This design comes from an exercise in tuning for small area, a short achievable clock period and few clock cycles on the open sky130 flow, not from production work.
No functional check of the RTL was part of any run shown here.

## design/flow/design.v

```verilog
module aes_gf16_mul (input wire [3:0] a, input wire [3:0] b, output wire [3:0] y);
    wire [6:0] p = ({7{b[0]}} & {3'b000, a}) ^ ({7{b[1]}} & {2'b00, a, 1'b0}) ^
                   ({7{b[2]}} & {1'b0, a, 2'b00}) ^ ({7{b[3]}} & {a, 3'b000});
    assign y = {p[3] ^ p[4] ^ p[5] ^ p[6], p[2] ^ p[6], p[1] ^ p[5] ^ p[6], p[0] ^ p[4] ^ p[5] ^ p[6]};
endmodule
module aes_sb_f1 (input wire [7:0] a, input wire dec, output wire [11:0] y);
    wire [7:0] te, td, t;
    assign te[0] = a[0] ^ a[1] ^ a[2] ^ a[6] ^ a[7];
    assign te[1] = a[1] ^ a[2] ^ a[5] ^ a[6] ^ a[7];
    assign te[2] = a[2] ^ a[5];
    assign te[3] = a[3];
    assign te[4] = a[4] ^ a[6] ^ a[7];
    assign te[5] = a[2] ^ a[3];
    assign te[6] = a[1] ^ a[2] ^ a[3] ^ a[4] ^ a[5] ^ a[6];
    assign te[7] = a[1] ^ a[4] ^ a[6] ^ a[7];
    assign td[0] = a[2];
    assign td[1] = ~(a[2] ^ a[4] ^ a[5]);
    assign td[2] = ~(a[1] ^ a[2]);
    assign td[3] = a[0] ^ a[2] ^ a[5];
    assign td[4] = a[0] ^ a[4] ^ a[5];
    assign td[5] = ~(a[0] ^ a[1] ^ a[2] ^ a[4] ^ a[5] ^ a[7]);
    assign td[6] = ~(a[0] ^ a[3]);
    assign td[7] = a[3] ^ a[4] ^ a[5] ^ a[6];
    assign t = dec ? td : te;
    wire [3:0] ah = t[7:4], al = t[3:0];
    wire [3:0] sl = {ah[0] ^ ah[1], ah[2] ^ ah[3], ah[1] ^ ah[2], ah[1] ^ ah[2] ^ ah[3]};    
    wire [3:0] sq = {al[2] ^ al[3], al[1] ^ al[3], al[3], al[0] ^ al[2] ^ al[3]};    
    wire [3:0] m;
    aes_gf16_mul u_m (.a(ah), .b(al), .y(m));
    assign y = {ah, ah ^ al, sl ^ m ^ sq};
endmodule
module aes_sb_f2 (input wire [11:0] a, output wire [7:0] y);
    wire [3:0] d = a[3:0];
    reg [3:0] di;
    always @(*) begin
        case (d)
            4'd0: di = 4'd0;
            4'd1: di = 4'd1;
            4'd2: di = 4'd12;
            4'd3: di = 4'd8;
            4'd4: di = 4'd6;
            4'd5: di = 4'd15;
            4'd6: di = 4'd4;
            4'd7: di = 4'd14;
            4'd8: di = 4'd3;
            4'd9: di = 4'd13;
            4'd10: di = 4'd11;
            4'd11: di = 4'd10;
            4'd12: di = 4'd2;
            4'd13: di = 4'd9;
            4'd14: di = 4'd7;
            4'd15: di = 4'd5;
        endcase
    end
    wire [3:0] ih, il;
    aes_gf16_mul u_h (.a(a[11:8]), .b(di), .y(ih));
    aes_gf16_mul u_l (.a(a[7:4]), .b(di), .y(il));
    assign y = {ih, il};
endmodule
module aes_sb_back (input wire [7:0] a, input wire dec, output wire [7:0] y);
    wire [7:0] ye, yd;
    assign ye[0] = ~(a[0] ^ a[1] ^ a[4]);
    assign ye[1] = ~(a[0] ^ a[2]);
    assign ye[2] = a[0];
    assign ye[3] = a[0] ^ a[1] ^ a[4] ^ a[6];
    assign ye[4] = a[0] ^ a[3] ^ a[4];
    assign ye[5] = ~(a[1] ^ a[3] ^ a[4]);
    assign ye[6] = ~(a[4] ^ a[6] ^ a[7]);
    assign ye[7] = a[2] ^ a[4] ^ a[5];
    assign yd[0] = a[0] ^ a[1] ^ a[2] ^ a[3] ^ a[5];
    assign yd[1] = a[4] ^ a[7];
    assign yd[2] = a[3] ^ a[5];
    assign yd[3] = a[3];
    assign yd[4] = a[1] ^ a[2] ^ a[7];
    assign yd[5] = a[2] ^ a[3] ^ a[5];
    assign yd[6] = a[1] ^ a[3] ^ a[4] ^ a[6];
    assign yd[7] = a[2] ^ a[3] ^ a[6] ^ a[7];
    assign y = dec ? yd : ye;
endmodule
module aes_ks_f1 (input wire [7:0] a, output wire [11:0] y);
    aes_sb_f1 u (.a(a), .dec(1'b0), .y(y));
endmodule
module aes_ks_f2 (input wire [11:0] a, output wire [7:0] y);
    wire [7:0] i;
    aes_sb_f2   u_i (.a(a), .y(i));
    aes_sb_back u_b (.a(i), .dec(1'b0), .y(y));
endmodule
module aes_mixcol (
    input  wire [31:0] a,
    output wire [31:0] y
);
    function [7:0] xt;
        input [7:0] b;
        xt = {b[6:0], 1'b0} ^ (b[7] ? 8'h1b : 8'h00);
    endfunction
    wire [7:0] a0 = a[7:0];
    wire [7:0] a1 = a[15:8];
    wire [7:0] a2 = a[23:16];
    wire [7:0] a3 = a[31:24];
    assign y[7:0]   = xt(a0) ^ (xt(a1) ^ a1) ^ a2 ^ a3;
    assign y[15:8]  = a0 ^ xt(a1) ^ (xt(a2) ^ a2) ^ a3;
    assign y[23:16] = a0 ^ a1 ^ xt(a2) ^ (xt(a3) ^ a3);
    assign y[31:24] = (xt(a0) ^ a0) ^ a1 ^ a2 ^ xt(a3);
endmodule
module aes_invmix_pre (
    input  wire [31:0] a,
    output wire [31:0] y
);
    function [7:0] x4;       
        input [7:0] b;
        x4 = {b[5:0], 2'b00} ^ (b[6] ? 8'h1b : 8'h00) ^ (b[7] ? 8'h36 : 8'h00);
    endfunction
    wire [7:0] a0 = a[7:0];
    wire [7:0] a1 = a[15:8];
    wire [7:0] a2 = a[23:16];
    wire [7:0] a3 = a[31:24];
    wire [7:0] u  = x4(a0 ^ a2);
    wire [7:0] v  = x4(a1 ^ a3);
    assign y = {a3 ^ v, a2 ^ u, a1 ^ v, a0 ^ u};
endmodule
module press_aes (
    input  wire         clk,
    input  wire         rst,         
    input  wire         key_valid,
    output wire         key_ready,
    input  wire [1:0]   key_len,     
    input  wire [255:0] key,
    input  wire         in_valid,
    output wire         in_ready,
    input  wire         in_dec,      
    input  wire [127:0] in_data,
    output wire         out_valid,
    input  wire         out_ready,
    output wire [127:0] out_data
);
    reg         key_ok;      
    reg [1:0]   klen;        
    reg         f_raw;       
    reg         f_end;       
    reg [255:0] kst;
    reg [1:0]   ib_n;        
    reg         ib0_dec, ib1_dec;
    reg [127:0] ib0, ib1;    
    reg         st_v;
    reg [15:0]  st_dec;
    reg [127:0] st;          
    reg         r1_v, r1_last;
    reg [15:0]  r1_dec;
    reg [191:0] r1;          
    reg         r2_v, r2_last;
    reg [15:0]  r2_dec;
    reg [127:0] r2;          
    reg         ovalid;
    reg [127:0] obuf;
    reg         in_rdy, key_rdy;
    reg         eact;        
    reg         econv;       
    reg [5:0]   ecyc;
    reg         edir;        
    reg [1:0]   elen;        
    reg         k6, k8;      
    reg [255:0] kw;          
    reg [3:0]   srem;        
    reg [1:0]   sdly;        
    reg [1:0]   q3;          
    reg         qodd;        
    reg [7:0]   rc;          
    reg [2:0]   tpos;        
    reg [31:0]  sreg;        
    reg         srot;        
    reg [7:0]   srcon;       
    reg [47:0]  kmid;        
    reg [31:0]  tw;          
    reg [5:0]   erem;        
    reg         at1, at2;    
    reg         atend;       
    reg         near;        
    wire [3:0] enr  = (elen == 2'd0) ? 4'd10 : (elen == 2'd1) ? 4'd12 : 4'd14;
    wire stall_arm = r2_v && r2_last && ovalid;
    wire stall     = stall_arm && !out_ready;
    wire e_free  = !eact ? !stall_arm : (!econv && atend && !ovalid);
    wire ib_any  = (ib_n != 2'd0);
    wire admit_x = ib_any && (ib0_dec == f_end) && e_free;
    wire conv_go = ib_any && (ib0_dec != f_end) && e_free;
    wire admit_n = ib_any && eact && !econv && (at1 || at2) &&
                   (ib0_dec == edir);
    wire pop_ns  = admit_x || admit_n;
    wire pop     = admit_x || (admit_n && !stall);
    wire start   = admit_x || conv_go;
    wire kpend   = (srem != 4'd0);
    wire e_load  = eact && at2 && !stall;
    wire e_step  = eact && kpend && (sdly == 2'd0) && !stall;
    wire [31:0] twr = tw ^ {24'd0, srcon};
    wire e_lstep = (srem == 4'd1);
    wire e_cend  = econv && e_step && e_lstep;
    assign in_ready  = in_rdy;
    assign key_ready = key_rdy;
    assign out_valid = ovalid;
    assign out_data  = obuf;
    wire key_go = key_valid && key_ready;
    wire blk_go = in_valid && in_ready;
    function [2:0] f_tpos;
        input [1:0] qq3;
        input [1:0] len;
        input       dir;
        begin
            if (len == 2'd1)
                f_tpos = (qq3 == 2'd1) ? (dir ? 3'd3 : 3'd0) :
                         (qq3 == 2'd2) ? (dir ? 3'd1 : 3'd2) : 3'd4;
            else
                f_tpos = dir ? 3'd3 : 3'd0;
        end
    endfunction
    function f_trot;
        input       qq1;
        input [1:0] len;
        input       dir;
        begin
            f_trot = (len == 2'd2) ? (dir ? qq1 : !qq1) : 1'b1;
        end
    endfunction
    function [7:0] f_rcmul;
        input [7:0] r;
        input       dir;
        begin
            f_rcmul = dir ? ({1'b0, r[7:1]} ^ (r[0] ? 8'h8d : 8'h00)) :
                            ({r[6:0], 1'b0} ^ (r[7] ? 8'h1b : 8'h00));
        end
    endfunction
    function [31:0] f_src;
        input [255:0] w;
        input [2:0]   tp;
        input [1:0]   len;
        input         dir;
        begin
            if (!dir) begin
                if (len == 2'd1 && tp == 3'd2) f_src = w[95:64] ^ w[127:96] ^ w[255:224];
                else f_src = w[255:224];
            end else begin
                if (len == 2'd0) f_src = w[255:224] ^ w[223:192];
                else if (len == 2'd1 && tp == 3'd1) f_src = w[255:224];
                else if (len == 2'd1) f_src = w[191:160];
                else f_src = w[255:224];
            end
        end
    endfunction
    wire [31:0] L0 = kw[31:0],    L1 = kw[63:32],   L2 = kw[95:64],   L3 = kw[127:96];
    wire [31:0] H0 = kw[159:128], H1 = kw[191:160], H2 = kw[223:192], H3 = kw[255:224];
    wire [31:0] fb0 = k6 ? L2 : k8 ? L0 : H0;
    wire [31:0] fb1 = k6 ? L3 : k8 ? L1 : H1;
    wire [31:0] fb2 = k6 ? H0 : k8 ? L2 : H2;
    wire [31:0] fb3 = k6 ? H1 : k8 ? L3 : H3;
    wire [31:0] fn0 = fb0 ^ ((k6 && tpos != 3'd0) ? H3 : twr);
    wire [31:0] fn1 = fb1 ^ fn0;
    wire [31:0] fn2 = fb2 ^ ((k6 && tpos == 3'd2) ? twr : fn1);
    wire [31:0] fn3 = fb3 ^ fn2;
    wire [31:0] bu0 = k6 ? L1 : k8 ? L3 : H3;
    wire [31:0] bu1 = k6 ? L0 : k8 ? L2 : H2;
    wire [31:0] bu2 = k6 ? H3 : k8 ? L1 : H1;
    wire [31:0] bu3 = k6 ? H2 : k8 ? L0 : H0;
    wire [31:0] bo0 = bu0 ^ bu1;
    wire [31:0] bo1 = bu1 ^ ((k6 && tpos == 3'd1) ? twr : bu2);
    wire [31:0] bo2 = bu2 ^ bu3;
    wire [31:0] bo3 = bu3 ^ ((k6 && tpos != 3'd3) ? H1 : twr);
    wire [127:0] nw   = edir ? {bo0, bo1, bo2, bo3} : {fn3, fn2, fn1, fn0};
    wire [255:0] kw_n = {nw, kw[255:128]};
    wire [1:0]   q3_n   = edir ? ((q3 == 2'd0) ? 2'd2 : q3 - 2'd1) : ((q3 == 2'd2) ? 2'd0 : q3 + 2'd1);
    wire         qodd_n = !qodd;
    wire [7:0]   rc_n   = (srot && tpos != 3'd4) ? f_rcmul(rc, edir) : rc;
    wire [2:0]   tpos_n = f_tpos(q3_n, elen, edir);
    wire         trot_n = f_trot(qodd_n, elen, edir);
    wire [31:0] K0 = kst[31:0], K1 = kst[63:32], K2 = kst[95:64], K3 = kst[127:96];
    wire [31:0] K5 = kst[191:160];
    wire [31:0] a0 = K0 ^ twr;
    wire [31:0] a1 = K1 ^ a0;
    wire [31:0] a2 = K2 ^ a1;
    wire [31:0] a3 = K3 ^ a2;
    wire [255:0] kst_ld = !f_raw ? kst :
                          (klen == 2'd0) ? {a3, a2, a1, a0, kst[127:0]} :
                                           {a1, a0, kst[191:0]};
    wire [1:0]   q3_0   = !f_end ? 2'd0 : (elen == 2'd1) ? 2'd2 : (elen == 2'd2) ? 2'd1 : 2'd0;
    wire         qodd_0 = f_end;
    wire [7:0]   rc_0   = !f_end ? ((elen == 2'd2) ? 8'h01 : 8'h02) :
                          (elen == 2'd0) ? 8'h1b : (elen == 2'd1) ? 8'h80 : 8'h40;
    wire [2:0]   tpos_0 = f_tpos(q3_0, elen, f_end);
    wire         trot_0 = f_trot(qodd_0, elen, f_end);
    wire [47:0] ks1;
    wire [31:0] ks2;
    genvar g;
    generate
        for (g = 0; g < 4; g = g + 1) begin : g_ks
            aes_ks_f1 u_1 (.a(sreg[8*g +: 8]),   .y(ks1[12*g +: 12]));
            aes_ks_f2 u_2 (.a(kmid[12*g +: 12]), .y(ks2[8*g +: 8]));
        end
    endgenerate
    always @(posedge clk) begin
        kmid <= ks1;
        tw   <= ks2;
    end
    function [31:0] f_rot;
        input [31:0] w;
        input        rot;
        begin
            f_rot = rot ? {w[7:0], w[31:8]} : w;
        end
    endfunction
    wire [31:0] sinit = (klen == 2'd0) ? {K3[7:0], K3[31:8]} : {K5[7:0], K5[31:8]};
    always @(posedge clk) begin
        if (key_go) begin
            kst   <= key;
            klen  <= key_len;
            f_raw <= (key_len != 2'd2);
            f_end <= 1'b0;
        end else if (e_cend) begin
            kst   <= {kw[255:128], nw};
            f_raw <= 1'b0;
            f_end <= !f_end;
        end
    end
    always @(posedge clk) begin
        if (e_load)
            kw <= kst_ld;
        else if (e_step)
            kw <= kw_n;
    end
    always @(posedge clk) begin
        if (rst) begin
            srem <= 4'd0;
        end else if (e_load) begin
            srem  <= enr - 4'd1;
            sdly  <= 2'd2;
            q3    <= q3_0;
            qodd  <= qodd_0;
            rc    <= rc_0;
            tpos  <= tpos_0;
            sreg  <= f_rot(f_src(kst_ld, tpos_0, elen, f_end), trot_0);
            srot  <= trot_0;
            srcon <= trot_0 ? rc_0 : 8'h00;
        end else if (e_step) begin
            srem  <= srem - 4'd1;
            sdly  <= 2'd2;
            q3    <= q3_n;
            qodd  <= qodd_n;
            rc    <= rc_n;
            tpos  <= tpos_n;
            if (!e_lstep) begin
                sreg  <= f_rot(f_src(kw_n, tpos_n, elen, edir), trot_n);
                srot  <= trot_n;
                srcon <= trot_n ? rc_n : 8'h00;
            end else begin
                sreg  <= sinit;
                srot  <= 1'b1;
                srcon <= 8'h01;
            end
        end else if (!stall) begin
            if (kpend) begin
                sdly <= sdly - 2'd1;
            end else begin
                sreg  <= sinit;
                srot  <= 1'b1;
                srcon <= 8'h01;
            end
        end
    end
    always @(posedge clk) begin
        if (rst) begin
            eact <= 1'b0;
        end else if (start) begin
            eact  <= 1'b1;
            econv <= conv_go;
            ecyc  <= 6'd1;
            erem  <= ((klen == 2'd0) ? 6'd30 : (klen == 2'd1) ? 6'd36 : 6'd42) - 6'd1;
            at1   <= 1'b1;
            at2   <= 1'b0;
            atend <= 1'b0;
            near  <= 1'b0;
            edir  <= f_end;
            elen  <= klen;
            k6    <= (klen == 2'd1);
            k8    <= (klen == 2'd2);
        end else if (eact && !stall) begin
            if (econv ? e_cend : atend)
                eact <= 1'b0;
            ecyc  <= ecyc + 6'd1;
            erem  <= erem - 6'd1;
            at1   <= 1'b0;
            at2   <= at1;
            atend <= (erem == 6'd1);
            near  <= (erem <= 6'd3);
        end
    end
    wire [191:0] f1_out;
    wire [127:0] f2_out;
    wire [127:0] e_sr, d_sr, t, p, v, m;
    wire [127:0] rk = kw[255:128];
    generate
        for (g = 0; g < 16; g = g + 1) begin : g_sbox
            wire [7:0] inv;
            aes_sb_f1   u_f1 (.a(st[8*g +: 8]),   .dec(st_dec[g]), .y(f1_out[12*g +: 12]));
            aes_sb_f2   u_f2 (.a(r1[12*g +: 12]), .y(inv));
            aes_sb_back u_b  (.a(inv),            .dec(r1_dec[g]), .y(f2_out[8*g +: 8]));
        end
        for (g = 0; g < 16; g = g + 1) begin : g_shift
            assign e_sr[8*g +: 8] = r2[8*((4*(((g/4) + (g%4)) % 4) + (g%4))) +: 8];
            assign d_sr[8*g +: 8] = r2[8*((4*(((g/4) + 4 - (g%4)) % 4) + (g%4))) +: 8];
        end
        for (g = 0; g < 16; g = g + 1) begin : g_key
            assign t[8*g +: 8] = (r2_dec[g] ? d_sr[8*g +: 8] : e_sr[8*g +: 8]) ^ rk[8*g +: 8];
            assign v[8*g +: 8] = r2_dec[g] ? p[8*g +: 8] : e_sr[8*g +: 8];
        end
        for (g = 0; g < 4; g = g + 1) begin : g_mix
            aes_invmix_pre u_p  (.a(t[32*g +: 32]), .y(p[32*g +: 32]));
            aes_mixcol     u_mc (.a(v[32*g +: 32]), .y(m[32*g +: 32]));
        end
    endgenerate
    wire [127:0] f3_out, fin_out;
    generate
        for (g = 0; g < 16; g = g + 1) begin : g_out
            assign f3_out[8*g +: 8]  = m[8*g +: 8] ^ (r2_dec[g] ? 8'h00 : rk[8*g +: 8]);
        end
    endgenerate
    assign fin_out = t;
    always @(posedge clk) begin
        if (!stall) begin
            if (pop_ns) begin
                st     <= ib0 ^ kst[127:0];
                st_dec <= {16{ib0_dec}};
            end else begin
                st     <= f3_out;
                st_dec <= r2_dec;
            end
            r1      <= f1_out;
            r1_dec  <= st_dec;
            r1_last <= eact && !econv && near;
            r2      <= f2_out;
            r2_dec  <= r1_dec;
            r2_last <= r1_last;
        end
        if (r2_v && r2_last && !stall)
            obuf <= fin_out;
    end
    wire [1:0] ib_nn = ib_n + {1'b0, blk_go} - {1'b0, pop};
    always @(posedge clk) begin
        if (pop) begin
            ib0     <= (ib_n == 2'd2) ? ib1 : in_data;
            ib0_dec <= (ib_n == 2'd2) ? ib1_dec : in_dec;
            if (ib_n == 2'd2) begin
                ib1     <= in_data;
                ib1_dec <= in_dec;
            end
        end else if (blk_go) begin
            if (ib_n == 2'd0) begin
                ib0     <= in_data;
                ib0_dec <= in_dec;
            end else begin
                ib1     <= in_data;
                ib1_dec <= in_dec;
            end
        end
    end
    wire       n_key_ok = !rst && (key_ok || key_go);
    wire [1:0] n_ib_n   = rst ? 2'd0 : ib_nn;
    wire       n_ib0_dec = pop ? ((ib_n == 2'd2) ? ib1_dec : in_dec) :
                           (blk_go && ib_n == 2'd0) ? in_dec : ib0_dec;
    wire       n_f_end  = key_go ? 1'b0 : e_cend ? !f_end : f_end;
    wire       n_eact   = !rst && (start || (eact && !(!stall && (econv ? e_cend : atend))));
    wire [5:0] n_ecyc   = start ? 6'd1 : (eact && !stall) ? ecyc + 6'd1 : ecyc;
    always @(posedge clk) begin
        if (rst) begin
            key_ok <= 1'b0;
            ib_n   <= 2'd0;
            st_v   <= 1'b0;
            r1_v   <= 1'b0;
            r2_v   <= 1'b0;
            ovalid <= 1'b0;
        end else begin
            if (key_go)
                key_ok <= 1'b1;
            ib_n <= ib_nn;
            if (!stall) begin
                st_v <= pop || (r2_v && !r2_last);
                r1_v <= st_v;
                r2_v <= r1_v;
            end
            if (r2_v && r2_last && !stall)
                ovalid <= 1'b1;
            else if (out_ready)
                ovalid <= 1'b0;
        end
        in_rdy  <= n_key_ok && (n_ib_n == 2'd0 || (n_ib_n == 2'd1 && n_ib0_dec == n_f_end));
        key_rdy <= (n_ib_n == 2'd0) && !(n_eact && (n_ecyc == 6'd1 || n_ecyc == 6'd2));
    end
endmodule
```

## design/flow/flow/run.sh

```bash
#!/bin/bash
set -euo pipefail
W=$PWD
export OWN_ABC_SCRIPT=$W/flow/abc_map.script
{
  cat <<'TCL'
# ORFS's synthesis calls abc with its own -script; use ours instead.
proc abc {args} {
  set i [lsearch -exact $args -script]
  if {$i >= 0} { lset args [expr {$i + 1}] $::env(OWN_ABC_SCRIPT) }
  puts "abc with own script: $args"
  yosys abc {*}$args
}
TCL
  cat synth_recipe.tcl
} > own_synth.tcl
bash standard.sh SYNTH_SCRIPT=$W/own_synth.tcl SETUP_SLACK_MARGIN=8 \
  "BUFFER_PORTS_ARGS=-buffer_cell sky130_fd_sc_hd__buf_1" finish > flow.log 2>&1
```

## design/flow/flow/abc_map.script

```
&get -n
&st
&syn2
&dch
&if -g -K 6
&synch2
&nf -R 1000
&st
&syn2
&dch
&if -g -K 6
&synch2
&nf -R 1000
&put
```

## design/flow/standard.sh

```bash
#!/bin/bash
# synth_recipe.tcl (not shown) runs the flow's synth.tcl, then flattens the netlist and writes it again
# the make line also repeats each setting of config.mk as NAME=value (left out here)
make -C /OpenROAD-flow-scripts/flow DESIGN_CONFIG=/design/flow/config.mk WORK_HOME=/design/flow/orfs CLKGATE_MAP_FILE= SYNTH_SCRIPT=/design/flow/synth_recipe.tcl "${@:-finish}"
```

## design/flow/config.mk

```make
export PLATFORM = sky130hd
export DESIGN_NAME = press_aes
export DESIGN_NICKNAME = press_aes
export VERILOG_FILES = /design/flow/design.v
export SDC_FILE = /design/flow/constraint.sdc
export NUM_CORES = 8
export LEC_CHECK = 0
export ABC_CLOCK_PERIOD_IN_PS = 3500
export CAP_MARGIN = 20
export CORE_MARGIN = 2
export CORE_UTILIZATION = 45
export CTS_CLUSTER_DIAMETER = 150
export CTS_CLUSTER_SIZE = 16
export PLACE_DENSITY = 0.6
export SETUP_SLACK_MARGIN = 5
export SLEW_MARGIN = 20
```

## design/flow/constraint.sdc

```tcl
create_clock -name core_clock -period 12.0 [get_ports {clk}]
set_input_delay 2.4000 -clock core_clock [delete_from_list [all_inputs] [get_ports {clk}]]
set_output_delay 2.4000 -clock core_clock [all_outputs]
set_load 0.01 [all_outputs]
```

==> flow_summary.yaml, run 1 <==
status:
  status: "finished clean"
place:
  gp_congestion: 1.06
  dp_hpwl_mm: 342
  placed_area_mm2: 0.118
  io_buffers: 522
clocking:
  cts_tree: "built"
  clock_path_buffers: 3
  clock_latency_ps: 870
  cts.clk_slew.worst_paths_ps: 80
  cts_buffers: 113
  clock_sinks: 1637
  htree_levels: 3
  cts_hold_buf: 0
  cts-root-buf: "clkbuf_16"
synthesis:
  synth_common_cells: "xnor2_1 (2257), nand2_1 (2240), edfxtp_1 (1478), xor2_1 (1050), o21ai_0 (841)"
  synth_top_area_share: 0.402
  ys_types: 59
  synth_nets: 11900
  syn_avg_cell_area_um2: 9.68
  yosys.area.top_type: "edfxtp_1"
  yosys-top-cells-area: "edfxtp_1 (40%), xnor2_1 (18%), xor2_1 (8.3%)"
  syn_inst: 11400
  yosys_warnings: 4
  ys_seq_elements: 1637
  synth-main-ff-cell: "edfxtp_1"
  yosysSeqAreaShare: 0.430
  ys_async_sr_fraction: 0
  synth_edf_count: 1478
  syn_area_mm2: 0.111
  synth.most_common_cell: "xnor2_1"
drt:
  avgRoutedWirePerCell_um: 30.1
  drc: 0
  drtAntennaViolNets: 0
  routed_via_density: 5.99
  num_vias: 95100
  drtIter0Drc: 14100
  wl_mm: 477
  firstDrtPassIters: 7
critical_path:
  reg2reg_to: "st[85]"
  rr_worst_depth: 12
  critPathCaptureType: "flop"
  worstSetupStartpoint: "r2[70]"
  reg2reg_slack_ps: 7820
  arrival_ps: 4700
  worst_ep_required_time_ps: 12520
  endpoint: "st[85]"
  timing.rr.start: "r2[70]"
  cp_max_fo: 4
  startpoint_type: "flop"
  crit_type: "reg2reg"
floorplan:
  die_h_um: 500
  ioPinCount: 523
  core_mm2: 0.244
  num_rows: 181
  initial_core_util: 0.454
  die_w_um: 500
  dieArea_mm2: 0.250
sta:
  rsz0062_at_grt: "true"
  fmax_ghz: 0.239
  setup_viol: 0
  maxSlewViolCount: 0
  worst_slew_pin_slew_ps: 1220
  min_period_ps: 4180
  period_share: 0.349
  worst_clock_skew_ps: 56.5
  slew_headroom: 0.180
  hold_violations: 0
  fin_setup_tns_ps: 0
layout:
  drive_gt1_frac: 0.0961
  nets: 13000
  fin_area_mm2: 0.130
  area_delta_synth_final_pct: 17.8
grt:
  grt_pass1_wl_mm: 646
  overflow: 0
  grt_pass1_vias: 85800
  track_usage: 0.363
  antenna_found_initial: 48
  grt_max_degree: 145
worst_hold_path:
  hold_path.class: "reg2reg"
  hold_start: "key_ok"
job:
  cap_violations: 0
==> layer usage <==
layer | track usage | wire length [um] | up-vias | share of wire
li1 | - | - | 41600 | -
met5 | 0 | 121 | - | 0.00025
met4 | 0.227 | 36900 | 18 | 0.077
met2 | 0.512 | 195000 | 6071 | 0.41
met3 | 0.0881 | 58800 | 1088 | 0.12
met1 | 0.497 | 187000 | 46400 | 0.39
==> worst min path at each step <==
stage | to | slack, ps | cells past startpoint
2_1_floorplan | r2_last | 400 | 0
3_3_place_gp | r2_last | 420 | 0
3_5_place_dp | r2_last | 420 | 0
4_1_cts | r2_last | 460 | 0
5_1_grt | r2_last | 460 | 0
6_report | key_ok | 460 | 2
==> layout by cell type (no fill, tap or decap), types with 83 or more instances in the layout <==
cell and instances:
mux2i_1 365, xor2_1 959, nor2_1 786, buf_1 520, nand2_1 2225, clkbuf_1 90
xnor2_2 156, dfxtp_1 159, edfxtp_1 1478, mux2_1 142, buf_4 366, xnor2_1 2071
o21ai_0 728, clkinv_1 169, nor2b_1 167, a21oi_1 557, ha_1 98, clkbuf_16 129
nand2b_1 174, nand3_1 83
==> registers in the layout, indices dropped and copies added, names as in the netlist, 64 cells and up <==
signal / count
ib1: 128
r2: 128
r1: 192
kst: 256
obuf: 128
kw: 256
ib0: 128
st: 128
g_sbox.u_f2.u_h.b: 64
==> through the flow <==
stage | cells | hold slack [ps] | worst slack, ps | utilization
6_report | 15900 | 460 | 7820 | 0.534
2_1_floorplan | 11400 | 400 | 282 | -
4_1_cts | 15700 | 461 | 7920 | 0.517
3_5_place_dp | 15300 | 418 | 5000 | 0.486
5_1_grt | 15900 | 463 | 7830 | 0.534
3_3_place_gp | 15300 | 416 | 5100 | 0.486
==> cell type report <==
type	count	area [um^2]
Antenna cell	29	72.6
Clock buffer	206	3230
Tap cell	3202	4010
Clock inverter	8	101
Timing Repair Buffer	1009	7310
Multi-Input combinational cell	9608	67000
Fill cell	21900	114000
Timing Repair inverter	8	95.1
Inverter	177	792
Sequential cell	1637	47600
==> logic make-up after synthesis <==
family,Yosys count,share of synthesized area
AND/OR/NAND/NOR,3693,0.139
multiplexers,527,0.0493
buffers and inverters,177,0.00601
flip-flops,1637,0.430
XOR/XNOR,3322,0.265
AO/OA/AOI/OAI,1960,0.0992
adder cells (fa/ha/maj),100,0.0113
==> worst max-delay path: stages (launching register included) <==
cell and delay, ps:
edfxtp_1 570, xor2_2 440, xor2_2 300, xor2_1 170
buf_4 200, xor3_1 280, xor2_1 160, nand2_1 150
xor2_4 340, xnor2_1 150, xnor2_1 180, xnor2_2 570
o21ai_0 320
==> timing repair <==
action | in CTS | in global routing
gates resized for setup | 537 | 444
pin swaps | 38 | 139
setup buffers | 69 | 179
endpoints found under the setup margin | 2133 | 646
cloned | 35 | 15
==> run 2, diff against run 1 <==
--- a/design/flow/design.v
+++ b/design/flow/design.v
@@ -1,30 +1,30 @@
 module aes_gf16_mul (input wire [3:0] a, input wire [3:0] b, output wire [3:0] y);
     wire [6:0] p = ({7{b[0]}} & {3'b000, a}) ^ ({7{b[1]}} & {2'b00, a, 1'b0}) ^
                    ({7{b[2]}} & {1'b0, a, 2'b00}) ^ ({7{b[3]}} & {a, 3'b000});
-    assign y = {p[3] ^ p[4] ^ p[5] ^ p[6], p[2] ^ p[6], p[1] ^ p[5] ^ p[6], p[0] ^ p[4] ^ p[5] ^ p[6]};
+    assign y = {p[3] ^ p[6], p[2] ^ p[5] ^ p[6], p[1] ^ p[4] ^ p[5], p[0] ^ p[4]};
 endmodule
 module aes_sb_f1 (input wire [7:0] a, input wire dec, output wire [11:0] y);
     wire [7:0] te, td, t;
-    assign te[0] = a[0] ^ a[1] ^ a[2] ^ a[6] ^ a[7];
-    assign te[1] = a[1] ^ a[2] ^ a[5] ^ a[6] ^ a[7];
-    assign te[2] = a[2] ^ a[5];
-    assign te[3] = a[3];
-    assign te[4] = a[4] ^ a[6] ^ a[7];
-    assign te[5] = a[2] ^ a[3];
-    assign te[6] = a[1] ^ a[2] ^ a[3] ^ a[4] ^ a[5] ^ a[6];
-    assign te[7] = a[1] ^ a[4] ^ a[6] ^ a[7];
-    assign td[0] = a[2];
-    assign td[1] = ~(a[2] ^ a[4] ^ a[5]);
-    assign td[2] = ~(a[1] ^ a[2]);
-    assign td[3] = a[0] ^ a[2] ^ a[5];
-    assign td[4] = a[0] ^ a[4] ^ a[5];
-    assign td[5] = ~(a[0] ^ a[1] ^ a[2] ^ a[4] ^ a[5] ^ a[7]);
-    assign td[6] = ~(a[0] ^ a[3]);
-    assign td[7] = a[3] ^ a[4] ^ a[5] ^ a[6];
+    assign te[0] = a[0] ^ a[1] ^ a[2] ^ a[3] ^ a[7];
+    assign te[1] = a[1] ^ a[4] ^ a[6];
+    assign te[2] = a[2] ^ a[3] ^ a[6] ^ a[7];
+    assign te[3] = a[1] ^ a[2] ^ a[6] ^ a[7];
+    assign te[4] = a[2] ^ a[3] ^ a[4] ^ a[6] ^ a[7];
+    assign te[5] = a[2] ^ a[3] ^ a[5] ^ a[7];
+    assign te[6] = a[1] ^ a[4] ^ a[5] ^ a[6];
+    assign te[7] = a[5] ^ a[7];
+    assign td[0] = a[3];
+    assign td[1] = a[1] ^ a[3] ^ a[5];
+    assign td[2] = ~(a[2] ^ a[3] ^ a[6] ^ a[7]);
+    assign td[3] = ~(a[5] ^ a[7]);
+    assign td[4] = ~(a[1] ^ a[2] ^ a[7]);
+    assign td[5] = ~(a[0] ^ a[4] ^ a[5] ^ a[6]);
+    assign td[6] = a[1] ^ a[2] ^ a[3] ^ a[4] ^ a[5] ^ a[7];
+    assign td[7] = a[1] ^ a[2] ^ a[6] ^ a[7];
     assign t = dec ? td : te;
     wire [3:0] ah = t[7:4], al = t[3:0];
-    wire [3:0] sl = {ah[0] ^ ah[1], ah[2] ^ ah[3], ah[1] ^ ah[2], ah[1] ^ ah[2] ^ ah[3]};    
-    wire [3:0] sq = {al[2] ^ al[3], al[1] ^ al[3], al[3], al[0] ^ al[2] ^ al[3]};    
+    wire [3:0] sl = {ah[0], ah[0] ^ ah[2], ah[3], ah[0] ^ ah[1] ^ ah[3]};    
+    wire [3:0] sq = {al[3], al[1] ^ al[3], al[2], al[0] ^ al[2]};    
     wire [3:0] m;
     aes_gf16_mul u_m (.a(ah), .b(al), .y(m));
     assign y = {ah, ah ^ al, sl ^ m ^ sq};
@@ -36,20 +36,20 @@
         case (d)
             4'd0: di = 4'd0;
             4'd1: di = 4'd1;
-            4'd2: di = 4'd12;
-            4'd3: di = 4'd8;
-            4'd4: di = 4'd6;
-            4'd5: di = 4'd15;
-            4'd6: di = 4'd4;
-            4'd7: di = 4'd14;
-            4'd8: di = 4'd3;
-            4'd9: di = 4'd13;
-            4'd10: di = 4'd11;
-            4'd11: di = 4'd10;
-            4'd12: di = 4'd2;
-            4'd13: di = 4'd9;
-            4'd14: di = 4'd7;
-            4'd15: di = 4'd5;
+            4'd2: di = 4'd9;
+            4'd3: di = 4'd14;
+            4'd4: di = 4'd13;
+            4'd5: di = 4'd11;
+            4'd6: di = 4'd7;
+            4'd7: di = 4'd6;
+            4'd8: di = 4'd15;
+            4'd9: di = 4'd2;
+            4'd10: di = 4'd12;
+            4'd11: di = 4'd5;
+            4'd12: di = 4'd10;
+            4'd13: di = 4'd4;
+            4'd14: di = 4'd3;
+            4'd15: di = 4'd8;
         endcase
     end
     wire [3:0] ih, il;
@@ -59,22 +59,22 @@
 endmodule
 module aes_sb_back (input wire [7:0] a, input wire dec, output wire [7:0] y);
     wire [7:0] ye, yd;
-    assign ye[0] = ~(a[0] ^ a[1] ^ a[4]);
-    assign ye[1] = ~(a[0] ^ a[2]);
-    assign ye[2] = a[0];
-    assign ye[3] = a[0] ^ a[1] ^ a[4] ^ a[6];
-    assign ye[4] = a[0] ^ a[3] ^ a[4];
-    assign ye[5] = ~(a[1] ^ a[3] ^ a[4]);
-    assign ye[6] = ~(a[4] ^ a[6] ^ a[7]);
-    assign ye[7] = a[2] ^ a[4] ^ a[5];
-    assign yd[0] = a[0] ^ a[1] ^ a[2] ^ a[3] ^ a[5];
-    assign yd[1] = a[4] ^ a[7];
-    assign yd[2] = a[3] ^ a[5];
-    assign yd[3] = a[3];
-    assign yd[4] = a[1] ^ a[2] ^ a[7];
-    assign yd[5] = a[2] ^ a[3] ^ a[5];
-    assign yd[6] = a[1] ^ a[3] ^ a[4] ^ a[6];
-    assign yd[7] = a[2] ^ a[3] ^ a[6] ^ a[7];
+    assign ye[0] = ~(a[0] ^ a[5] ^ a[6] ^ a[7]);
+    assign ye[1] = ~(a[0] ^ a[2] ^ a[7]);
+    assign ye[2] = a[0] ^ a[1] ^ a[3] ^ a[4];
+    assign ye[3] = a[0];
+    assign ye[4] = a[0] ^ a[1] ^ a[2] ^ a[4] ^ a[6] ^ a[7];
+    assign ye[5] = ~(a[1] ^ a[2] ^ a[7]);
+    assign ye[6] = ~(a[4] ^ a[7]);
+    assign ye[7] = a[1] ^ a[2] ^ a[3] ^ a[7];
+    assign yd[0] = a[0] ^ a[1] ^ a[4];
+    assign yd[1] = a[4] ^ a[5] ^ a[6];
+    assign yd[2] = a[2] ^ a[3] ^ a[4] ^ a[6] ^ a[7];
+    assign yd[3] = a[2] ^ a[3] ^ a[4] ^ a[5] ^ a[6];
+    assign yd[4] = a[2] ^ a[4];
+    assign yd[5] = a[1] ^ a[6];
+    assign yd[6] = a[1] ^ a[2] ^ a[5] ^ a[6];
+    assign yd[7] = a[1] ^ a[6] ^ a[7];
     assign y = dec ? yd : ye;
 endmodule
 module aes_ks_f1 (input wire [7:0] a, output wire [11:0] y);
@@ -172,23 +172,20 @@
     reg [47:0]  kmid;        
     reg [31:0]  tw;          
     reg [5:0]   erem;        
-    reg         at1, at2;    
-    reg         atend;       
-    reg         near;        
     wire [3:0] enr  = (elen == 2'd0) ? 4'd10 : (elen == 2'd1) ? 4'd12 : 4'd14;
     wire stall_arm = r2_v && r2_last && ovalid;
     wire stall     = stall_arm && !out_ready;
-    wire e_free  = !eact ? !stall_arm : (!econv && atend && !ovalid);
+    wire e_free  = !eact ? !stall_arm : (!econv && erem == 6'd0 && !ovalid);
     wire ib_any  = (ib_n != 2'd0);
     wire admit_x = ib_any && (ib0_dec == f_end) && e_free;
     wire conv_go = ib_any && (ib0_dec != f_end) && e_free;
-    wire admit_n = ib_any && eact && !econv && (at1 || at2) &&
+    wire admit_n = ib_any && eact && !econv && (ecyc == 6'd1 || ecyc == 6'd2) &&
                    (ib0_dec == edir);
     wire pop_ns  = admit_x || admit_n;
     wire pop     = admit_x || (admit_n && !stall);
     wire start   = admit_x || conv_go;
     wire kpend   = (srem != 4'd0);
-    wire e_load  = eact && at2 && !stall;
+    wire e_load  = eact && (ecyc == 6'd2) && !stall;
     wire e_step  = eact && kpend && (sdly == 2'd0) && !stall;
     wire [31:0] twr = tw ^ {24'd0, srcon};
     wire e_lstep = (srem == 4'd1);
@@ -370,23 +367,15 @@
             econv <= conv_go;
             ecyc  <= 6'd1;
             erem  <= ((klen == 2'd0) ? 6'd30 : (klen == 2'd1) ? 6'd36 : 6'd42) - 6'd1;
-            at1   <= 1'b1;
-            at2   <= 1'b0;
-            atend <= 1'b0;
-            near  <= 1'b0;
             edir  <= f_end;
             elen  <= klen;
             k6    <= (klen == 2'd1);
             k8    <= (klen == 2'd2);
         end else if (eact && !stall) begin
-            if (econv ? e_cend : atend)
+            if (econv ? e_cend : (erem == 6'd0))
                 eact <= 1'b0;
-            ecyc  <= ecyc + 6'd1;
-            erem  <= erem - 6'd1;
-            at1   <= 1'b0;
-            at2   <= at1;
-            atend <= (erem == 6'd1);
-            near  <= (erem <= 6'd3);
+            ecyc <= ecyc + 6'd1;
+            erem <= erem - 6'd1;
         end
     end
     wire [191:0] f1_out;
@@ -431,7 +420,7 @@
             end
             r1      <= f1_out;
             r1_dec  <= st_dec;
-            r1_last <= eact && !econv && near;
+            r1_last <= eact && !econv && (erem <= 6'd2);
             r2      <= f2_out;
             r2_dec  <= r1_dec;
             r2_last <= r1_last;
@@ -463,7 +452,7 @@
     wire       n_ib0_dec = pop ? ((ib_n == 2'd2) ? ib1_dec : in_dec) :
                            (blk_go && ib_n == 2'd0) ? in_dec : ib0_dec;
     wire       n_f_end  = key_go ? 1'b0 : e_cend ? !f_end : f_end;
-    wire       n_eact   = !rst && (start || (eact && !(!stall && (econv ? e_cend : atend))));
+    wire       n_eact   = !rst && (start || (eact && !(!stall && (econv ? e_cend : (erem == 6'd0)))));
     wire [5:0] n_ecyc   = start ? 6'd1 : (eact && !stall) ? ecyc + 6'd1 : ecyc;
     always @(posedge clk) begin
         if (rst) begin
==> flow_summary.yaml, run 2 <==
status:
  status: "finished clean"
floorplan:
  die_h_um: 501
  die_w_um: 501
  initial_core_util: 0.452
  dieArea_mm2: 0.251
  core_mm2: 0.246
  num_rows: 182
  ioPinCount: 523
sta:
  min_period_ps: 4280
  fmax_ghz: 0.234
  worst_slew_pin_slew_ps: 1200
  setup_viol: 0
  period_share: 0.357
  worst_clock_skew_ps: 56.9
  hold_violations: 0
  rsz0062_at_grt: "true"
  maxSlewViolCount: 0
  worst_hold_slack_ps: 447
  setup_ws_ps: 7720
  slew_headroom: 0.178
clocking:
  cts_buffers: 112
  clock_path_buffers: 3
  htree_levels: 3
  cts_tree: "built"
  cts-root-buf: "clkbuf_16"
  clock_sinks: 1633
  cts_hold_buf: 0
  cts.clk_slew.worst_paths_ps: 90
  clock_latency_ps: 830
grt:
  grt_max_degree: 71
  antenna_found_initial: 49
  grt_pass1_vias: 86900
  overflow: 0
  grt_pass1_wl_mm: 649
  track_usage: 0.363
synthesis:
  synthAdderAreaFrac: 0.0229
  synth_nets: 12200
  ys_seq_elements: 1633
  synth_xor_area_frac: 0.278
  synth_mux_area_frac: 0.0380
  synth_common_cells: "nand2_1 (2728), xnor2_1 (2236), edfxtp_1 (1474), xor2_1 (1248), nor2_1 (750)"
  synth-main-ff-cell: "edfxtp_1"
  synth_compound_area_frac: 0.0851
  synth.most_common_cell: "nand2_1"
  yosysSeqAreaShare: 0.427
  ys_async_sr_fraction: 0
  synth_top_family_by_area: "XOR/XNOR gates"
  syn_avg_cell_area_um2: 9.56
  synth_top_area_share: 0.398
  ys_types: 58
  yosys.area.top_type: "edfxtp_1"
  synth_edf_count: 1474
  yosys.area_share.simple: 0.143
  yosys_warnings: 4
  syn_inst: 11600
  yosys-top-cells-area: "edfxtp_1 (40%), xnor2_1 (18%), xor2_1 (9.8%)"
  syn_area_mm2: 0.111
layout:
  nets: 13400
  final_cells: 16200
  area_delta_synth_final_pct: 18.0
  fillCellCount: 22100
  drive_gt1_frac: 0.0998
  top_regs: "kst x256, kw x256, r1 x192"
  final_common_cell: "nand2_1"
  final_cell_mix: "nand2_1 (2714), xnor2_1 (2025), edfxtp_1 (1474)"
drt:
  firstDrtPassIters: 7
  wl_mm: 478
  routed_via_density: 5.82
  num_vias: 94000
  drtIter0Drc: 12800
  avgRoutedWirePerCell_um: 29.6
  drc: 0
  drtAntennaViolNets: 0
critical_path:
  worst_ep_required_time_ps: 12520
  crit_type: "reg2reg"
  critPathCaptureType: "flop"
  startpoint_type: "flop"
  cp_max_fo: 6
  arrival_ps: 4800
worst_hold_path:
  hold_path.class: "reg2reg"
place:
  io_buffers: 522
  place_inst: 15600
  dp_hpwl_mm: 341
  gp_congestion: 1.01
  dpl_worst_slack_ps: 5040
job:
  cap_violations: 0
[run 2: changes by cell type in the layout (fill, tap and decap cells not counted), sizes merged, moves of 36 or more]
cell / previous run / this run
mux2: 142 / 19
ha: 98 / 203
o21ai: 841 / 695
nand2: 2243 / 2730
a21oi: 679 / 715
nand3: 87 / 42
nor2: 815 / 751
buf: 977 / 1045
xor2: 1050 / 1248
nand2b: 176 / 99
[run 2: worst paths after layout]
| check | from | end | slack [ps] | cells after the start |
|---|---|---|---|---|
| setup / recovery | kw[164] | st[62] | 7720 | 10 |
| hold / removal | r1_last | r2_last | 450 | 0 |
| setup reg to reg | kw[164] | st[62] | 7720 | 10 |
| hold reg to reg | r1_last | r2_last | 450 | 0 |
[run 2: worst max-delay path, stage by stage, from the launching register on]
cell,delay (ps)
edfxtp_1,440
buf_4,230
xor2_1,430
xor2_1,350
xnor2_1,170
nand2_1,90
xor2_1,900
xnor2_1,340
xnor2_1,270
xnor2_1,160
a21oi_1,570
[run 2: per-stage QoR]
| stage | utilization | instance area (um^2) | setup TNS (ps) |
|---|---|---|---|
| after global placement | 0.485 | 119000 | 0 |
| after detailed placement | 0.485 | 119000 | 0 |
| after CTS | 0.517 | 127000 | 0 |
| after global routing | 0.534 | 131000 | 0 |
| final | 0.534 | 131000 | 0 |
| after floorplan | - | 111000 | -4719830 |
[run 2: area by class of cell]
cell class	instances	area (um^2)	area share
Antenna cell	17	42.5	0.000324
Timing Repair Buffer	1075	7860	0.0600
Tap cell	3220	4030	0.0307
Clock buffer	207	3250	0.0248
Inverter	202	877	0.00669
Timing Repair inverter	8	72.6	0.000553
Clock inverter	4	63.8	0.000487
Multi-Input combinational cell	9792	67500	0.515
Sequential cell	1633	47400	0.362
[run 2: kinds of logic (layout without fill, tap and decap cells)]
| logic type | after synthesis | after routing |
|---|---|---|
| and+or+nand+nor | 3944 | 3951 |
| xor gates and xnor gates | 3499 | 3499 |
| AOI/OAI and AO/OA | 1723 | 1723 |
| DFF | 1633 | 1633 |
| muxes | 416 | 416 |
| adders and majority gates | 203 | 203 |
| buffers and inverters | 202 | 1496 |
| other | 0 | 17 |
[run 2: what timing repair did]
action,CTS,global route
setup buffers,105,197
resized for setup,539,395
endpoints found under the setup margin,1909,654
pin swaps,53,118
gates cloned,34,14
[run 2: routing by layer]
layer,vias up,share of wire,GRT usage
met2,5496,0.42,0.528
met3,1149,0.12,0.0939
met5,-,0.00032,0
met4,24,0.073,0.218
met1,45600,0.39,0.484
li1,41700,-,-
==> run 3, diff against run 2 <==
--- a/design/flow/design.v
+++ b/design/flow/design.v
@@ -5,25 +5,25 @@
 endmodule
 module aes_sb_f1 (input wire [7:0] a, input wire dec, output wire [11:0] y);
     wire [7:0] te, td, t;
-    assign te[0] = a[0] ^ a[1] ^ a[2] ^ a[3] ^ a[7];
-    assign te[1] = a[1] ^ a[4] ^ a[6];
-    assign te[2] = a[2] ^ a[3] ^ a[6] ^ a[7];
-    assign te[3] = a[1] ^ a[2] ^ a[6] ^ a[7];
+    assign te[0] = a[0] ^ a[1] ^ a[2] ^ a[3] ^ a[4] ^ a[5] ^ a[6] ^ a[7];
+    assign te[1] = a[5];
+    assign te[2] = a[2] ^ a[3] ^ a[5] ^ a[6];
+    assign te[3] = a[1] ^ a[3] ^ a[4];
     assign te[4] = a[2] ^ a[3] ^ a[4] ^ a[6] ^ a[7];
     assign te[5] = a[2] ^ a[3] ^ a[5] ^ a[7];
     assign te[6] = a[1] ^ a[4] ^ a[5] ^ a[6];
     assign te[7] = a[5] ^ a[7];
-    assign td[0] = a[3];
-    assign td[1] = a[1] ^ a[3] ^ a[5];
-    assign td[2] = ~(a[2] ^ a[3] ^ a[6] ^ a[7]);
-    assign td[3] = ~(a[5] ^ a[7]);
+    assign td[0] = a[0] ^ a[1] ^ a[2] ^ a[3] ^ a[4] ^ a[5] ^ a[6] ^ a[7];
+    assign td[1] = a[2] ^ a[4] ^ a[7];
+    assign td[2] = ~(a[1] ^ a[3]);
+    assign td[3] = a[1] ^ a[2] ^ a[5];
     assign td[4] = ~(a[1] ^ a[2] ^ a[7]);
     assign td[5] = ~(a[0] ^ a[4] ^ a[5] ^ a[6]);
     assign td[6] = a[1] ^ a[2] ^ a[3] ^ a[4] ^ a[5] ^ a[7];
     assign td[7] = a[1] ^ a[2] ^ a[6] ^ a[7];
     assign t = dec ? td : te;
     wire [3:0] ah = t[7:4], al = t[3:0];
-    wire [3:0] sl = {ah[0], ah[0] ^ ah[2], ah[3], ah[0] ^ ah[1] ^ ah[3]};    
+    wire [3:0] sl = {ah[0] ^ ah[2], ah[3], ah[1] ^ ah[3], ah[0]};    
     wire [3:0] sq = {al[3], al[1] ^ al[3], al[2], al[0] ^ al[2]};    
     wire [3:0] m;
     aes_gf16_mul u_m (.a(ah), .b(al), .y(m));
@@ -59,22 +59,22 @@
 endmodule
 module aes_sb_back (input wire [7:0] a, input wire dec, output wire [7:0] y);
     wire [7:0] ye, yd;
-    assign ye[0] = ~(a[0] ^ a[5] ^ a[6] ^ a[7]);
-    assign ye[1] = ~(a[0] ^ a[2] ^ a[7]);
-    assign ye[2] = a[0] ^ a[1] ^ a[3] ^ a[4];
-    assign ye[3] = a[0];
-    assign ye[4] = a[0] ^ a[1] ^ a[2] ^ a[4] ^ a[6] ^ a[7];
-    assign ye[5] = ~(a[1] ^ a[2] ^ a[7]);
+    assign ye[0] = ~(a[0] ^ a[4] ^ a[6] ^ a[7]);
+    assign ye[1] = ~(a[0] ^ a[2] ^ a[4] ^ a[5]);
+    assign ye[2] = a[0] ^ a[1] ^ a[3] ^ a[4] ^ a[5] ^ a[6];
+    assign ye[3] = a[0] ^ a[4] ^ a[5];
+    assign ye[4] = a[0] ^ a[1] ^ a[2] ^ a[5];
+    assign ye[5] = ~(a[1] ^ a[2] ^ a[6]);
     assign ye[6] = ~(a[4] ^ a[7]);
-    assign ye[7] = a[1] ^ a[2] ^ a[3] ^ a[7];
-    assign yd[0] = a[0] ^ a[1] ^ a[4];
+    assign ye[7] = a[1] ^ a[2] ^ a[3] ^ a[4] ^ a[6];
+    assign yd[0] = a[0] ^ a[1] ^ a[5] ^ a[6];
     assign yd[1] = a[4] ^ a[5] ^ a[6];
-    assign yd[2] = a[2] ^ a[3] ^ a[4] ^ a[6] ^ a[7];
-    assign yd[3] = a[2] ^ a[3] ^ a[4] ^ a[5] ^ a[6];
-    assign yd[4] = a[2] ^ a[4];
-    assign yd[5] = a[1] ^ a[6];
-    assign yd[6] = a[1] ^ a[2] ^ a[5] ^ a[6];
-    assign yd[7] = a[1] ^ a[6] ^ a[7];
+    assign yd[2] = a[2] ^ a[3] ^ a[6];
+    assign yd[3] = a[2] ^ a[3] ^ a[5] ^ a[6] ^ a[7];
+    assign yd[4] = a[2] ^ a[4] ^ a[7];
+    assign yd[5] = a[1];
+    assign yd[6] = a[1] ^ a[2] ^ a[5] ^ a[7];
+    assign yd[7] = a[1] ^ a[7];
     assign y = dec ? yd : ye;
 endmodule
 module aes_ks_f1 (input wire [7:0] a, output wire [11:0] y);
==> flow_summary.yaml, run 3 <==
drt:
  wl_mm: 470
  firstDrtPassIters: 8
  drtIter0Drc: 13400
  routed_via_density: 5.89
  avgRoutedWirePerCell_um: 29.6
  drc: 0
  drtAntennaViolNets: 0
  num_vias: 93700
synthesis:
  yosys.area.top_type: "edfxtp_1"
  synth_common_cells: "nand2_1 (2287), xnor2_1 (2250), edfxtp_1 (1474), xor2_1 (1248), nor2_1 (854)"
  syn_avg_cell_area_um2: 9.75
  ys_types: 58
  synth.most_common_cell: "nand2_1"
  synth_top_area_share: 0.399
  syn_inst: 11400
  ys_seq_elements: 1633
  synth_edf_count: 1474
  yosys-top-cells-area: "edfxtp_1 (40%), xnor2_1 (18%), xor2_1 (9.8%)"
  ys_async_sr_fraction: 0
  yosysSeqAreaShare: 0.427
  yosys_warnings: 4
  synth-main-ff-cell: "edfxtp_1"
  synth_nets: 12000
  syn_area_mm2: 0.111
layout:
  final_common_cell: "nand2_1"
  area_delta_synth_final_pct: 19.3
  top_regs: "kst x256, kw x256, r1 x192"
  final_cell_mix: "nand2_1 (2264), xnor2_1 (2062), edfxtp_1 (1474)"
  final_core_util: 0.539
  regArea_mm2: 0.0474
  drive_gt1_frac: 0.108
  multi_input_area_mm2: 0.0682
  nets: 13200
  fillCellCount: 21800
clocking:
  cts_buffers: 112
  cts-root-buf: "clkbuf_16"
  cts_hold_buf: 0
  clock_latency_ps: 860
  clock_sinks: 1633
  cts_tree: "built"
  clock_path_buffers: 3
  cts.clk_slew.worst_paths_ps: 80
  htree_levels: 3
floorplan:
  dieArea_mm2: 0.251
  die_h_um: 501
  core_mm2: 0.246
  initial_core_util: 0.452
  die_w_um: 501
  num_rows: 182
  ioPinCount: 523
sta:
  period_share: 0.348
  worst_slew_pin_slew_ps: 1310
  fmax_ghz: 0.240
  hold_violations: 0
  maxSlewViolCount: 0
  setup_ws_ps: 7830
  min_period_ps: 4170
  worst_hold_slack_ps: 456
  slew_headroom: 0.125
  rsz0062_at_grt: "true"
  setup_viol: 0
  worst_clock_skew_ps: 65.4
critical_path:
  cp_max_fo: 33
  arrival_ps: 4700
  crit_type: "reg2reg"
  critPathCaptureType: "flop"
  worst_ep_required_time_ps: 12530
  startpoint_type: "flop"
grt:
  grt_pass1_wl_mm: 636
  track_usage: 0.356
  antenna_found_initial: 46
  grt_pass1_vias: 86700
  grt_max_degree: 113
  overflow: 0
place:
  dp_hpwl_mm: 329
  dpl_worst_slack_ps: 4320
  gp_congestion: 1.08
  io_buffers: 522
job:
  cap_violations: 0
status:
  status: "finished clean"
worst_hold_path:
  hold_path.class: "reg2reg"
run 3: cell count changes after synthesis, moves of 12 or more:
cell	delta
nand2_1	-441
mux2_1	+131
nor2_1	+104
mux2i_1	-56
nor3_1	-35
a21oi_1	+29
nor2b_1	-27
a21o_1	+14
xnor2_1	+14
nand2b_1	+12
nand3_1	-12
run 3: final cells by class:
cell class / count / area share
diodes: 19 / 0.000359
clock buffers: 205 / 0.0242
clock inverters: 5 / 0.000416
inverters: 205 / 0.00694
multi-input cells: 9550 / 0.515
flip-flops and latches: 1633 / 0.358
well taps: 3220 / 0.0304
repair buffers: 1063 / 0.0638
repair inverters: 8 / 0.000832
run 3: what timing repair did:
action	4_1_cts	5_1_grt
buffers inserted	94	206
setup endpoints to repair	2208	955
resized for setup	511	408
pin swaps	42	121
gates cloned	42	21
run 3: path summary, 6_finish.rpt:
path,startpoint,to,slack [ps],depth (start not counted)
hold reg to reg,r1_last,r2_last,460,0
setup reg to reg,r2_dec[7],st[49],7830,12
hold / removal,r1_last,r2_last,460,0
setup / recovery,r2_dec[7],st[49],7830,12
run 3: layer usage:
layer	up-vias	part of all wire	global-route usage
li1	41100	-	-
met1	45300	0.37	0.454
met2	5894	0.42	0.519
met3	1402	0.12	0.100
met4	34	0.086	0.247
met5	-	0.00086	0.00251
run 3: cells by family (layout without fill, tap and decap cells):
group,count (synthesis),after routing,share of synthesized area
other,0,19,0
adder cells (fa/ha/maj),207,207,0.0233
buffers and inverters,205,1486,0.00693
flip-flops,1633,1633,0.427
XOR/XNOR,3512,3512,0.279
AO/OA/AOI/OAI,1777,1778,0.0877
multiplexers,493,493,0.0467
AND/OR/NAND/NOR,3556,3560,0.129
run 3: worst max-delay path, stage by stage (launching register included):
cell	delay, ps
edfxtp_1	420
buf_6	220
nor2b_1	350
a21oi_1	120
xnor2_2	370
xnor2_1	190
xnor2_1	330
a21oi_4	190
xnor2_1	580
xnor2_1	270
xnor2_4	430
xnor2_1	220
a21oi_1	120
run 3: metrics by stage:
step,TNS (ps),instances,cell area [um^2]
2_1_floorplan,-747280,11400,112000
3_3_place_gp,0,15300,120000
3_5_place_dp,0,15300,120000
4_1_cts,0,15700,128000
5_1_grt,0,15900,132000
6_report,0,15900,132000

## afterwards: timing with drivers on the ports
In the flow no input, the clock included, has a driving cell. The finished layouts below were timed again as built, in two steps.
Step 1: set_driving_cell puts a clkbuf_16 on clk and a buf_2 on each other input, an assumption about the parent block.
Step 2 moves the port delays by t, midway between the first and last clock arrival at a register: inputs arrive t later, outputs are due t later. That takes back most of the time a late clock gives input paths.
Slacks: ideal ports / drivers / drivers and shift; pairs: ideal ports / drivers.
run	shift t [ns]	setup slack, ns	hold WS [ns]	pins driven straight from the clock port
run 1	0.944	7.818 / 7.744 / 7.004	0.460 / 0.460 / 0.460	1
run 2	0.909	7.721 / 7.721 / 7.093	0.447 / 0.447 / 0.447	1
run 3	0.930	7.829 / 7.829 / 7.004	0.456 / 0.456 / 0.456	1
After both steps setup and hold are still met in every run listed. The setup slack of run 3, which loses most, moves by 0.000 ns with the drivers and by -0.825 ns with both steps.
